This design comes from an exercise in tuning for small area and a short achievable clock period on the open sky130 flow, not from production work. The RTL was checked by simulation tests, not by an equivalence proof against the original design. Power figures rest on the tool's default switching activity, not on a simulated workload.

== old ==
Design flt_rank_det, start of the top module:
module flt_rank_det (
    input  wire        clk,
    input  wire        rst,
    input  wire        sync,
    input  wire        cfg_rank_en,
    input  wire [4:0]  cfg_win,
    input  wire [4:0]  cfg_k,
    input  wire        cfg_suppress,
    input  wire [15:0] cfg_settle_base,
    input  wire [4:0]  cfg_pk_log2,
    input  wire [4:0]  cfg_rms_log2,
    input  wire [3:0]  cfg_atk,
    input  wire [3:0]  cfg_dcy,
    input  wire        in_valid,
    input  wire [15:0] in_data,
    output reg         out_valid,
    output reg  [15:0] out_data,
    output reg         out_settling,
    output reg         env_valid,
    output wire [15:0] env,
    output reg         env_ok,
    output reg         pk_valid,
    output wire [15:0] pk,
    output wire        pk_ok,
    output reg         rms_valid,
    output wire [15:0] rms,
    output wire        rms_ok
);
Size: roughly 5200 cells after synthesis, roughly 630 flip-flops, roughly 140 I/O pins, roughly 0.042 mm2 of cells after synthesis.
clock: 15.0 ns
lec_check: 0
abc_area: 1
cap_margin: 20
core_margin: 2
core_utilization: 58
cts_cluster_diameter: 60
cts_cluster_size: 30
slew_margin: 20
standard.sh (not shown) runs the stock make flow with config.mk's settings and CLKGATE_MAP_FILE= SYNTH_SCRIPT=/design/flow/synth_recipe.tcl, a recipe that flattens the netlist after the stock synthesis.
==> flow/flow/run.sh <==
#!/bin/bash
# Standard synthesis, then the standard ORFS layout steps with:
# - port buffers of a plain buffer cell (buf_2) rather than the default,
set -euo pipefail
bash standard.sh synth > synth.log 2>&1
bash standard.sh SETUP_SLACK_MARGIN=10.6 TNS_END_PERCENT=100 \
    "BUFFER_PORTS_ARGS=-buffer_cell sky130_fd_sc_hd__buf_2" finish > layout.log 2>&1
Setup changes, old to new
--- a/flow/design.v
+++ b/flow/design.v
@@ -200,34 +200,40 @@
             for (k = 0; k < 16; k = k + 1) begin
                 g[k] = a[k] & ~b[k];
                 e[k] = ~(a[k] ^ b[k]);
             end
             for (s = 1; s < 16; s = s * 2)
                 for (k = 0; k < 16; k = k + 2 * s) begin
                     g[k] = g[k+s] | (e[k+s] & g[k]);
                     e[k] = e[k+s] & e[k];
                 end
             gt16 = g[0];
         end
     endfunction
-    reg  [30:0] e_b;
-    wire [30:0] xb      = {mag, 1'b1, 15'd0};
-    wire        rising  = gt16({mag, 1'b1}, e_b[30:15]);
-    wire signed [31:0] env_d = $signed({1'b0, xb}) - $signed({1'b0, e_b});
+    reg  [15:0] e_hi;         
+    reg  [14:0] e_lo;         
+    reg         e_c;
+    wire        rising  = gt16({mag, ~e_c}, e_hi);
+    wire signed [31:0] env_d = $signed({1'b0, mag, ~e_c, 15'd0}) - $signed({1'b0, e_hi, e_lo});
     wire signed [31:0] st_a = env_d >>> c_atk;
     wire signed [31:0] st_d = env_d >>> c_dcy;
-    wire [30:0] e_a     = e_b + st_a[30:0];
-    wire [30:0] e_d     = e_b + st_d[30:0];
-    wire [30:0] e_next  = rising ? e_a : e_d;
-    assign env = {1'b0, e_b[30:16]};
+    wire [30:0] st      = rising ? st_a[30:0] : st_d[30:0];
+    wire [15:0] n_lo    = {1'b0, e_lo} + {1'b0, st[14:0]};
+    wire [16:0] n_hx    = {e_hi, 1'b1} + {st[30:15], e_c};    
+    wire [15:0] n_hi    = n_hx[16:1];
+    reg  [14:0] env_r;
+    reg         env_up;       
+    reg         env_ok_p;
+    wire [15:0] e_top   = e_hi + {15'd0, e_c};
+    assign env = {1'b0, env_r};
     reg  [14:0] pk_acc;
     reg         pk_bok;
     reg         pk_first;
     assign pk    = {1'b0, pk_acc};
     assign pk_ok = pk_bok;
     reg  [22:0] s_lo;
     reg  [22:0] s_hi;
     reg         s_c;
     reg         rms_bok;
     reg         rms_first;
     reg         rms_more;     
     reg         sq_ld;
@@ -680,35 +686,42 @@
     wire tc222;
     assign ts221 = tc166 ^ ts167 ^ acc_m[28];
     assign tc222 = (tc166 & ts167) | (tc166 & acc_m[28]) | (ts167 & acc_m[28]);
     wire ts223;
     wire tc224;
     assign ts223 = tc168 ^ acc_m[29];
     assign tc224 = tc168 & acc_m[29];
     assign tr_s = {acc_m[45], acc_m[44], acc_m[43], acc_m[42], acc_m[41], acc_m[40], acc_m[39], acc_m[38], acc_m[37], acc_m[36], acc_m[35], acc_m[34], acc_m[33], acc_m[32], acc_m[31], tc224, tc222, tc220, tc218, tc216, tc214, tc212, tc210, tc208, tc206, tc204, tc202, tc200, tc198, tc196, tc194, tc192, tc190, tc188, tc186, tc184, tc182, tc180, tc178, tc176, tc174, tc172, tc170, ts169, acc_m[1], msq[0]};
     assign tr_c = {1'b0, 1'b0, 1'b0, 1'b0, 1'b0, 1'b0, 1'b0, 1'b0, 1'b0, 1'b0, 1'b0, 1'b0, 1'b0, 1'b0, 1'b0, acc_m[30], ts223, ts221, ts219, ts217, ts215, ts213, ts211, ts209, ts207, ts205, ts203, ts201, ts199, ts197, ts195, ts193, ts191, ts189, ts187, ts185, ts183, ts181, ts179, ts177, ts175, ts173, ts171, acc_m[2], 1'b0, acc_m[0]};
     always @(posedge clk) begin
         {s_c, s_lo} <= {1'b0, tr_s[22:0]} + {1'b0, tr_c[22:0]};
         s_hi        <= tr_s[45:23] + tr_c[45:23];
-        env_valid <= dv & ~r1 & ~restart;
+        env_up    <= dv & ~r1;
+        env_valid <= env_up & ~r1 & ~restart;
+        env_r     <= e_top[15:1];
+        env_ok    <= env_ok_p;
         pk_valid  <= dv & d_pklast & ~r1 & ~restart;
         sq_ld     <= dv & d_rmslast & ~r1;
         if (r1) begin
-            e_b       <= 31'h0000_8000;
+            e_hi      <= 16'd1;
+            e_lo      <= 15'd0;
+            e_c       <= 1'b0;
             pk_first  <= 1'b1;
             rms_first <= 1'b1;
             rms_more  <= 1'b0;
         end else if (dv) begin
-            e_b       <= e_next;
-            env_ok    <= !d_settling;
+            e_hi      <= n_hi;
+            e_lo      <= n_lo[14:0];
+            e_c       <= n_lo[15];
+            env_ok_p  <= !d_settling;
             pk_first  <= d_pklast;
             rms_first <= d_rmslast;
             rms_more  <= !d_rmslast;
             if (pk_first || mag > pk_acc)
                 pk_acc <= mag;
             if (pk_first)
                 pk_bok <= !d_settling;
             if (rms_first)
                 rms_bok <= !d_settling;
         end
     end
     wire [45:0] sum_acc = {s_hi + {22'd0, s_c}, s_lo};
Notes after the runs:
- new: flow completed, timing, DRC and antenna clean
- Side by side, clock power share turned out higher in new than in old.
- On starting density of the core, old and new are neck and neck.
- Cmp old and new / via count of the first global-routing pass / lower: new
- Comparing old and new, the higher worst path required time is on old.
- new — minimum period implied by the final worst setup slack 0.15 ns higher, old as reference
- Against old, overall power consumption in new came out worse.

* * *

lane 1:
flt_rank_det, a different RTL version from the one above (not shown whole).
Size: ~5900 cells after synthesis, about 640 flip-flops, about 140 I/O pins.
export LEC_CHECK = 0
export ABC_AREA = 1
export CAP_MARGIN = 20
export CORE_MARGIN = 2
export CORE_UTILIZATION = 65
export CTS_CLUSTER_DIAMETER = 60
export CTS_CLUSTER_SIZE = 30
export SLEW_MARGIN = 20
create_clock -name core_clock -period 15.0 [get_ports {clk}]
Scripts as last shown in full above: flow/flow/run.sh
Input-level comparison between lane 2 and lane 1:
--- a/flow/design.v
+++ b/flow/design.v
@@ -169,13 +169,13 @@
             rms_mask[i] = (i < rms_n);
         end
     end
     always @(posedge clk) begin
         cv        <= bv & ~r1;
         dv         <= cv & ~r1;
-        mag        <= (cv & ~r1) ? ymag : 15'd0;     
+        mag        <= ymag;
         d_settling <= out_settling;
         d_pklast   <= c_pklast;
         d_rmslast  <= c_rmslast;
         out_valid <= bv & ~r1 & ~restart & ~(c_sup & settling_now);
         out_data     <= y;
         out_settling <= settling_now;
@@ -227,18 +227,16 @@
     reg         pk_first;
     assign pk    = {1'b0, pk_acc};
     assign pk_ok = pk_bok;
     reg  [45:0] sum_acc;
     reg         rms_bok;
     reg         rms_first;
-    reg         rms_more;     
     reg         sq_ld;
-    wire [45:0] acc_m = {rms_more ? sum_acc[45:23] : 23'd0,
-                         rms_first ? 23'd0 : sum_acc[22:0]};
+    wire [45:0] acc_m = rms_first ? 46'd0 : sum_acc;
     wire [45:0] tr_s, tr_c;
-    wire [14:0] msq = mag;                   
+    wire [14:0] msq = dv ? mag : 15'd0;      
     wire ts1;
     wire tc2;
     assign ts1 = (msq[0] & msq[9]) ^ (msq[1] & msq[8]);
     assign tc2 = (msq[0] & msq[9]) & (msq[1] & msq[8]);
     wire ts3;
     wire tc4;
@@ -664,19 +662,17 @@
         pk_valid  <= dv & d_pklast & ~r1 & ~restart;
         sq_ld     <= dv & d_rmslast & ~r1;
         if (r1) begin
             e_b       <= 31'h0000_8000;
             pk_first  <= 1'b1;
             rms_first <= 1'b1;
-            rms_more  <= 1'b0;
         end else if (dv) begin
             e_b       <= e_next;
             env_ok    <= !d_settling;
             pk_first  <= d_pklast;
             rms_first <= d_rmslast;
-            rms_more  <= !d_rmslast;
             if (pk_first || mag > pk_acc)
                 pk_acc <= mag;
             if (pk_first)
                 pk_bok <= !d_settling;
             if (rms_first)
                 rms_bok <= !d_settling;
Area added between synthesis and finish (higher): lane 2. Lane 2 vs lane 1: non-clock buffer count up. Summary of lane 2 over lane 1: worst slack after detailed placement grew by 0.39 ns, total routed wire length on the met1 layer shows an increase of about 1.1%. Post-layout minimum cycle time: higher on lane 2. Lane 1 vs lane 2, main combinational cell family by area after synthesis: compound AO/OA/AOI/OAI gates vs simple AND/OR/NAND/NOR gates. Between lane 2 and lane 1, the area used by sequential logic in the layout figures differ only marginally.

* * *

run E:
flt_rank_det, a different RTL version from the one above (not shown whole).
For scale: roughly 620 flip-flops, about 140 I/O pins, roughly 41000 um2 of cells after synthesis.
==> flow/config.mk <==
export PLATFORM = sky130hd
export DESIGN_NAME = flt_rank_det
export DESIGN_NICKNAME = flt_rank_det
export VERILOG_FILES = /design/flow/design.v
export SDC_FILE = /design/flow/constraint.sdc
export NUM_CORES = 8
export LEC_CHECK = 0
export ABC_AREA = 1
export CAP_MARGIN = 20
export CORE_MARGIN = 2
export CORE_UTILIZATION = 58
export CTS_CLUSTER_DIAMETER = 60
export CTS_CLUSTER_SIZE = 30
export SLEW_MARGIN = 20
==> flow/constraint.sdc <==
create_clock -name core_clock -period 15.0 [get_ports {clk}]
set_input_delay 3.0000 -clock core_clock [delete_from_list [all_inputs] [get_ports {clk}]]
set_output_delay 3.0000 -clock core_clock [all_outputs]
set_load 0.01 [all_outputs]
==> flow/flow/run.sh <==
#!/bin/bash
# Standard synthesis, then the standard ORFS layout steps with:
# - port buffers of a plain buffer cell (buf_2) rather than the default,
set -euo pipefail
bash standard.sh synth > synth.log 2>&1
bash standard.sh SETUP_SLACK_MARGIN=10.75 TNS_END_PERCENT=20 \
    "BUFFER_PORTS_ARGS=-buffer_cell sky130_fd_sc_hd__buf_2" finish > layout.log 2>&1
The following lists how run H was set up differently from run E:
--- a/flow/design.v
+++ b/flow/design.v
@@ -66,20 +66,15 @@
     always @(posedge clk) begin
         xa <= in_data;
         va <= in_valid;
         r1 <= restart;
     end
     wire bv_en = va & ~r1;
     reg [15:0] w [0:14];
-    reg [3:0]  nvld;          
-    reg [14:0] vld;           
-    always @* begin
-        for (i = 0; i < 15; i = i + 1)
-            vld[i] = (nvld > i);
-    end
+    reg [14:0] vld;
     reg [3:0]  dr [1:14];     
     reg        bv;
     function cmp16;
         input [15:0] a;
         input [15:0] b;
         input        eq;
         reg   [15:0] au, bu;
@@ -117,22 +112,21 @@
             cb[i] = vld[i] ? cmp16(xa, w[i], 1'b1) : zx;
             db[i] = ((i == 0) ? dr0 : dr[i]) > dr_l;
         end
     end
     always @(posedge clk) begin
         bv <= bv_en;
         if (r1) begin
-            nvld <= 4'd0;
+            vld  <= 15'd0;
             km1  <= (c_k == 5'd0) ? 4'd0 :
                     (c_k > {1'b0, win}) ? win - 4'd1 : c_k[3:0] - 4'd1;
             for (i = 1; i < 15; i = i + 1)
                 dr[i] <= i[3:0];
         end else if (bv_en) begin
-            if (nvld != 4'd15)
-                nvld <= nvld + 4'd1;
+            vld   <= {vld[13:0], 1'b1};
             dr[1] <= dr0 + {3'd0, cb[0]} - {3'd0, db[0]};
             for (i = 2; i < 15; i = i + 1)
                 dr[i] <= dr[i-1] + {3'd0, cb[i-1]} - {3'd0, db[i-1]};
         end
         if (bv_en) begin
             w[0] <= xa;
             for (i = 1; i < 15; i = i + 1)
@@ -732,42 +726,42 @@
             sq_jm1 = 5'd23 - rms_n[4:1];           
         end else begin
             sq_a   = sum_acc[45:2];
             sq_jm1 = 5'd23 - rms_n[4:1];           
         end
     end
     reg  [43:0] sq_op;
-    reg  [14:0] sq_root;      
+    reg  [15:0] sq_root;
     reg  [15:0] sq_rem;
     reg  [4:0]  sq_cnt;
     reg         sq_ok;
     wire [17:0] sq_rem_t = {sq_rem, sq_op[43:42]};
-    wire [17:0] sq_trial = {1'b0, sq_root, 2'b01};
+    wire [17:0] sq_trial = {sq_root, 2'b01};
     wire [18:0] sq_diff  = {1'b0, sq_rem_t} - {1'b0, sq_trial};
     wire        sq_take  = !sq_diff[18];
     wire        sq_take0 = sq_a[43] | sq_a[42];
-    assign rms    = {1'b0, sq_root};
+    assign rms    = sq_root;
     assign rms_ok = sq_ok;
     always @(posedge clk) begin
         rms_valid <= (sq_cnt == 5'd1) & ~r1 & ~restart;
         if (r1) begin
             sq_cnt <= 5'd0;
         end else if (sq_ld) begin
             sq_cnt <= sq_jm1;
             sq_ok  <= rms_bok;
         end else if (sq_cnt != 5'd0) begin
             sq_cnt <= sq_cnt - 5'd1;
         end
         if (sq_ld) begin
             sq_op   <= {sq_a[41:0], 2'b00};
-            sq_root <= {14'd0, sq_take0};
+            sq_root <= {15'd0, sq_take0};
             sq_rem  <= {14'd0, sq_a[43:42] - {1'b0, sq_take0}};
         end else begin
             sq_op   <= {sq_op[41:0], 2'b00};
             sq_rem  <= sq_take ? sq_diff[15:0] : sq_rem_t[15:0];
             if (sq_cnt == 5'd1)
-                sq_root <= sq_root + {14'd0, sq_take};
+                sq_root <= sq_root + {15'd0, sq_take};
             else
-                sq_root <= {sq_root[13:0], sq_take};
+                sq_root <= {sq_root[14:0], sq_take};
         end
     end
 endmodule
==> comparison <==
Run E → run H: die area climbed 0.75%, worst hold slack climbed 0.0030 ns, clock share of power climbed 0.4 points. When run H is set beside run E, its met3 demand-to-capacity share in global routing turns out to be 0.41 points smaller. Going from run E to run H, combined global-route utilization of all metal layers shows no meaningful change, number of non-clock inverters shows an increase of 2.6%.

* * *

Another version of the RTL of flt_rank_det (not shown whole).
For scale: about 5900 cells after synthesis, roughly 660 flip-flops.
export LEC_CHECK = 0
export ABC_AREA = 1
export CAP_MARGIN = 20
export CORE_MARGIN = 2
export CORE_UTILIZATION = 65
export CTS_CLUSTER_DIAMETER = 60
export CTS_CLUSTER_SIZE = 30
export SLEW_MARGIN = 20
create_clock -name core_clock -period 15.0 [get_ports {clk}]
==> flow/flow/run.sh <==
#!/bin/bash
# Standard synthesis, then the standard ORFS layout steps with:
# - port buffers of a plain buffer cell (buf_2) rather than the default,
set -euo pipefail
bash standard.sh synth > synth.log 2>&1
bash standard.sh SETUP_SLACK_MARGIN=10.8 TNS_END_PERCENT=100 \
    "BUFFER_PORTS_ARGS=-buffer_cell sky130_fd_sc_hd__buf_2" finish > layout.log 2>&1
Edit:
--- a/flow/design.v
+++ b/flow/design.v
@@ -208,30 +208,24 @@
                 for (k = 0; k < 16; k = k + 2 * s) begin
                     g[k] = g[k+s] | (e[k+s] & g[k]);
                     e[k] = e[k+s] & e[k];
                 end
             gt16 = g[0];
         end
     endfunction
-    reg  [15:0] e_hi;         
-    reg  [14:0] e_lo;         
-    reg         e_c;
-    wire        rising  = gt16({mag, ~e_c}, e_hi);
-    wire signed [31:0] env_d = $signed({1'b0, mag, ~e_c, 15'd0}) - $signed({1'b0, e_hi, e_lo});
+    reg  [30:0] e_b;
+    wire [30:0] xb      = {mag, 1'b1, 15'd0};
+    wire        rising  = gt16({mag, 1'b1}, e_b[30:15]);
+    wire signed [31:0] env_d = $signed({1'b0, xb}) - $signed({1'b0, e_b});
     wire signed [31:0] st_a = env_d >>> c_atk;
     wire signed [31:0] st_d = env_d >>> c_dcy;
-    wire [30:0] st      = rising ? st_a[30:0] : st_d[30:0];
-    wire [15:0] n_lo    = {1'b0, e_lo} + {1'b0, st[14:0]};
-    wire [16:0] n_hx    = {e_hi, 1'b1} + {st[30:15], e_c};    
-    wire [15:0] n_hi    = n_hx[16:1];
-    reg  [14:0] env_r;
-    reg         env_up;       
-    reg         env_ok_p;
-    wire [15:0] e_top   = e_hi + {15'd0, e_c};
-    assign env = {1'b0, env_r};
+    wire [30:0] e_a     = e_b + st_a[30:0];
+    wire [30:0] e_d     = e_b + st_d[30:0];
+    wire [30:0] e_next  = rising ? e_a : e_d;
+    assign env = {1'b0, e_b[30:16]};
     reg  [14:0] pk_acc;
     reg         pk_bok;
     reg         pk_first;
     assign pk    = {1'b0, pk_acc};
     assign pk_ok = pk_bok;
     reg  [22:0] s_lo;
     reg  [22:0] s_hi;
@@ -694,32 +688,25 @@
     assign ts223 = tc168 ^ acc_m[29];
     assign tc224 = tc168 & acc_m[29];
     assign tr_s = {acc_m[45], acc_m[44], acc_m[43], acc_m[42], acc_m[41], acc_m[40], acc_m[39], acc_m[38], acc_m[37], acc_m[36], acc_m[35], acc_m[34], acc_m[33], acc_m[32], acc_m[31], tc224, tc222, tc220, tc218, tc216, tc214, tc212, tc210, tc208, tc206, tc204, tc202, tc200, tc198, tc196, tc194, tc192, tc190, tc188, tc186, tc184, tc182, tc180, tc178, tc176, tc174, tc172, tc170, ts169, acc_m[1], msq[0]};
     assign tr_c = {1'b0, 1'b0, 1'b0, 1'b0, 1'b0, 1'b0, 1'b0, 1'b0, 1'b0, 1'b0, 1'b0, 1'b0, 1'b0, 1'b0, 1'b0, acc_m[30], ts223, ts221, ts219, ts217, ts215, ts213, ts211, ts209, ts207, ts205, ts203, ts201, ts199, ts197, ts195, ts193, ts191, ts189, ts187, ts185, ts183, ts181, ts179, ts177, ts175, ts173, ts171, acc_m[2], 1'b0, acc_m[0]};
     always @(posedge clk) begin
         {s_c, s_lo} <= {1'b0, tr_s[22:0]} + {1'b0, tr_c[22:0]};
         s_hi        <= tr_s[45:23] + tr_c[45:23];
-        env_up    <= dv & ~r1;
-        env_valid <= env_up & ~r1 & ~restart;
-        env_r     <= e_top[15:1];
-        env_ok    <= env_ok_p;
+        env_valid <= dv & ~r1 & ~restart;
         pk_valid  <= dv & d_pklast & ~r1 & ~restart;
         sq_ld     <= dv & d_rmslast & ~r1;
         if (r1) begin
-            e_hi      <= 16'd1;
-            e_lo      <= 15'd0;
-            e_c       <= 1'b0;
+            e_b       <= 31'h0000_8000;
             pk_first  <= 1'b1;
             rms_first <= 1'b1;
             rms_more  <= 1'b0;
         end else if (dv) begin
-            e_hi      <= n_hi;
-            e_lo      <= n_lo[14:0];
-            e_c       <= n_lo[15];
-            env_ok_p  <= !d_settling;
+            e_b       <= e_next;
+            env_ok    <= !d_settling;
             pk_first  <= d_pklast;
             rms_first <= d_rmslast;
             rms_more  <= !d_rmslast;
             if (pk_first || mag > pk_acc)
                 pk_acc <= mag;
             if (pk_first)
                 pk_bok <= !d_settling;
Outcome: The changed run ran to the end with no violations; utilization grows by 1.4 points; die area drops by 0.53%; register-to-register slack is worse by 0.05 ns; total power went down by 1.1%; count of clock-buffer cells in the layout drops by 2; wire length went up by 3.5%; sequential power goes down by about 3%; hold slack gains 0.0042 ns; synthesized area falls by 0.54%.

-- afterwards: timing with drivers on the ports --
No port has a modelled driver above. Below, the same layouts with a new extraction and two added sets of constraints.
Step 1 assumes that a clkbuf_16 drives the clock port and a buf_2 every other input.
Step 2 also shifts input and output timing later by t, the mid clock arrival at the registers, as if the neighbouring blocks saw the same clock.
a / b / c = no drivers / after step 1 / after step 2; a / b = the first two.
| run | t (ns) | setup slack, ns | worst setup path at the end |
|---|---|---|---|
| old | 0.702 | 10.634 / 10.586 / 10.352 | input to register |
| new | 0.725 | 10.486 / 10.486 / 10.285 | input to register |
| lane 1 | 0.713 | 10.393 / 10.393 / 10.162 | input to register |
| lane 2 | 0.704 | 10.350 / 10.350 / 10.350 | register to register |
| run E | 0.681 | 10.641 / 10.578 / 10.282 | input to register |
| run H | 0.710 | 10.626 / 10.555 / 10.555 | input to register |
| the first run of note 4 | 0.734 | 10.601 / 10.601 / 10.601 | register to register |
| the second run of note 4 | 0.718 | 10.549 / 10.549 / 10.523 | input to register |
After both steps setup and hold are still met in every run listed. The setup slack of run E, which loses most, moves by -0.063 ns with the drivers and by -0.359 ns with both steps.
